Background: an optimization exercise with open tools, aiming at small area. Do not read the settings as production practice. In this exercise RTL edits were held to simulation tests only and were not proved equivalent to the original. Power figures rest on the tool's default switching activity, not on a simulated workload.

Setup of build 76:
Design trg_notes, start of the top module:
module trg_notes (
    input  wire        clk,
    input  wire        rst,           
    input  wire        arm,           
    input  wire        cfg_we,
    input  wire [2:0]  cfg_note,
    input  wire [2:0]  cfg_field,     
    input  wire [31:0] cfg_data,
    input  wire        in_valid,
    input  wire [15:0] in_y,          
    input  wire [2:0]  in_flags,      
    output reg         o_valid,
    output wire [7:0]  o_te,          
    output wire [7:0]  o_tl,          
    output wire [7:0]  bad,           
    output reg  [31:0] skip_count     
);
    localparam N = 8;
    wire skip = !in_flags[0] || in_flags[1] || in_flags[2];
    wire [2*N-1:0] ab;
    wire [31:0] cfg_d = rst ? 32'd0 : cfg_data;
    wire        we_ok = cfg_we && !rst;
    genvar n;
    generate
        for (n = 0; n < N; n = n + 1) begin : g_note
            trg_note u_note (
                .clk       (clk),
                .rst       (rst),
                .arm       (arm),
                .cfg_we    (we_ok && cfg_note == n),
                .cfg_wf    ({6{rst}} | ({6{we_ok && cfg_note == n}} &
                                         {cfg_field == 3'd5, cfg_field == 3'd4, cfg_field == 3'd3,
  ...
export LEC_CHECK = 0
export ABC_AREA = 1
export CAP_MARGIN = 20
export CORE_MARGIN = 2
export CORE_UTILIZATION = 60
export PLACE_DENSITY = 0.7
export SLEW_MARGIN = 20
create_clock -name core_clock -period 13.0 [get_ports {clk}]
standard.sh (not shown) runs the stock make flow with config.mk's settings and CLKGATE_MAP_FILE= SYNTH_SCRIPT=/design/flow/synth_recipe.tcl, a recipe that flattens the netlist after the stock synthesis.
==> flow/flow/run.sh <==
#!/bin/bash
# Standard layout with two changes: an area-oriented ABC script for the
# mapping step, and clock tree synthesis with larger sink clusters and no
# dummy loads. Each tool's output goes to a log file in this folder.
set -e
rm -rf myscripts
cp -r "$FLOW_HOME/scripts" myscripts
cp flow/abc_area.script myscripts/abc_area.script
export SCRIPTS_DIR="$PWD/myscripts"
export CTS_ARGS="-sink_clustering_enable -repair_clock_nets -dont_use_dummy_load -sink_clustering_size 28 -sink_clustering_max_diameter 90"
bash standard.sh > standard_run.log 2>&1
==> flow/flow/abc_area.script <==
strash
dch
map -a
mfs2
strash
dch
map -a
mfs2
strash
dch
map -a
topo
stime -c
buffer -c
upsize -c
dnsize -c
[inputs] build 29 vs build 76
- CAP_MARGIN: 20 -> 10
- SLEW_MARGIN: 20 -> 10
--- a/flow/flow/run.sh
+++ b/flow/flow/run.sh
@@ -8,4 +8,4 @@
 cp flow/abc_area.script myscripts/abc_area.script
 export SCRIPTS_DIR="$PWD/myscripts"
-export CTS_ARGS="-sink_clustering_enable -repair_clock_nets -dont_use_dummy_load -sink_clustering_size 28 -sink_clustering_max_diameter 90"
+export CTS_ARGS="-sink_clustering_enable -repair_clock_nets -dont_use_dummy_load -sink_clustering_size 24 -sink_clustering_max_diameter 80"
 bash standard.sh > standard_run.log 2>&1
### Flow results
- Comparing build 29 and build 76, shortest period the worst path allows is higher on build 29.
- For maximum resistive drop on vdd, dividing the value from build 29 by the value from build 76 gives 1.06.
- Diff build 76 -> build 29 | number of non-clock buffers | decrease of about 2.6%
- Status: overall routing resource usage parity (build 76, build 29)
- Build 29 gives less share of total power in combinational logic than build 76 did.
- Build 29 vs. build 76: clock network fraction of design power went up by 1.6 points.
- Looking at build 29 and build 76, the layout filler cell count is a wash.
- Looking at total power, build 29 sits about 2% higher than build 76 does.
## Diff of input files: build 83 against build 29
- a change of CAP_MARGIN from 10 to 20
- a change of SLEW_MARGIN from 10 to 20
--- a/flow/flow/run.sh
+++ b/flow/flow/run.sh
@@ -8,4 +8,4 @@
 cp flow/abc_area.script myscripts/abc_area.script
 export SCRIPTS_DIR="$PWD/myscripts"
-export CTS_ARGS="-sink_clustering_enable -repair_clock_nets -dont_use_dummy_load -sink_clustering_size 24 -sink_clustering_max_diameter 80"
+export CTS_ARGS="-sink_clustering_enable -repair_clock_nets -dont_use_dummy_load -sink_clustering_size 24 -sink_clustering_max_diameter 80 -buf_list {sky130_fd_sc_hd__clkbuf_8 sky130_fd_sc_hd__clkbuf_16}"
 bash standard.sh > standard_run.log 2>&1
Results
- Peak supply drop: build 83 vs build 29 up 9.1%
- Final cell area excluding filler cells grows slightly when moving from build 29 to build 83.
- Count of buffer and inverter cells on the critical path: lower on build 29
- In the metrics for build 83 and build 29, the one carrying the higher worst slack on hold paths is build 83.
- Diff build 83 and build 29: count of clock-buffer cells in the layout lower in build 29
#### Input delta (build 7 over build 83)
- a change of PLACE_DENSITY from 0.7 to 0.75
- a change of CORE_UTILIZATION from 60 to 65
--- a/flow/flow/run.sh
+++ b/flow/flow/run.sh
@@ -8,4 +8,4 @@
 cp flow/abc_area.script myscripts/abc_area.script
 export SCRIPTS_DIR="$PWD/myscripts"
-export CTS_ARGS="-sink_clustering_enable -repair_clock_nets -dont_use_dummy_load -sink_clustering_size 24 -sink_clustering_max_diameter 80 -buf_list {sky130_fd_sc_hd__clkbuf_8 sky130_fd_sc_hd__clkbuf_16}"
+export CTS_ARGS="-sink_clustering_enable -repair_clock_nets -dont_use_dummy_load -sink_clustering_size 24 -sink_clustering_max_diameter 80"
 bash standard.sh > standard_run.log 2>&1
--- outcome ---
- Build 7 finished every stage and its layout cleared the timing, design-rule and antenna checks.
- The worst hold slack number comes out higher for build 7 vs build 83.
- Total of clock buffers placed in the layout for build 7 is lower than for build 83.
- Power attributed to combinational cells in build 7 vs build 83: down about 2%
- Total power: build 7 below build 83
- Diff build 83 -> build 7: combinational cell fraction of total power saw a decrease; standard cell core area down 7.9%; total met3 wirelength after detailed routing shows an increase of 1.8%; minimum period implied by the final worst setup slack +0.047 ns.
- Total number of vias was lower in build 83 than in build 7.
- Comparing largest fanout on the critical path for build 83 and build 7, the smaller number came from build 83.

## what the ideal ports hide
Ports are ideal in the flow. The routed layouts listed here were re-timed in OpenROAD. Step 1 assumes that a clkbuf_16 drives the clock port and a buf_2 every other input. Step 2 times the ports against the registers' clock, not the clock port: input delays grow and output delays shrink by t, the midpoint of the rising clock arrivals with the driver on. a / b / c = ideal ports / drivers / drivers and shift; a / b = the first two.
run	t (ns)	slack for setup (ns)	worst setup path at the end
build 76	0.789	0.338 / 0.286 / -0.396	input to register
build 29	0.814	0.330 / 0.246 / -0.322	input to register
build 83	0.823	0.370 / 0.286 / -0.372	input to register
build 7	0.806	0.322 / 0.337 / -0.422	input to register
With both steps, setup timing fails in every run listed, where it was met with ideal ports. For build 7, which loses most, drivers alone change the setup slack by +0.015 ns; drivers and shift together by -0.744 ns.
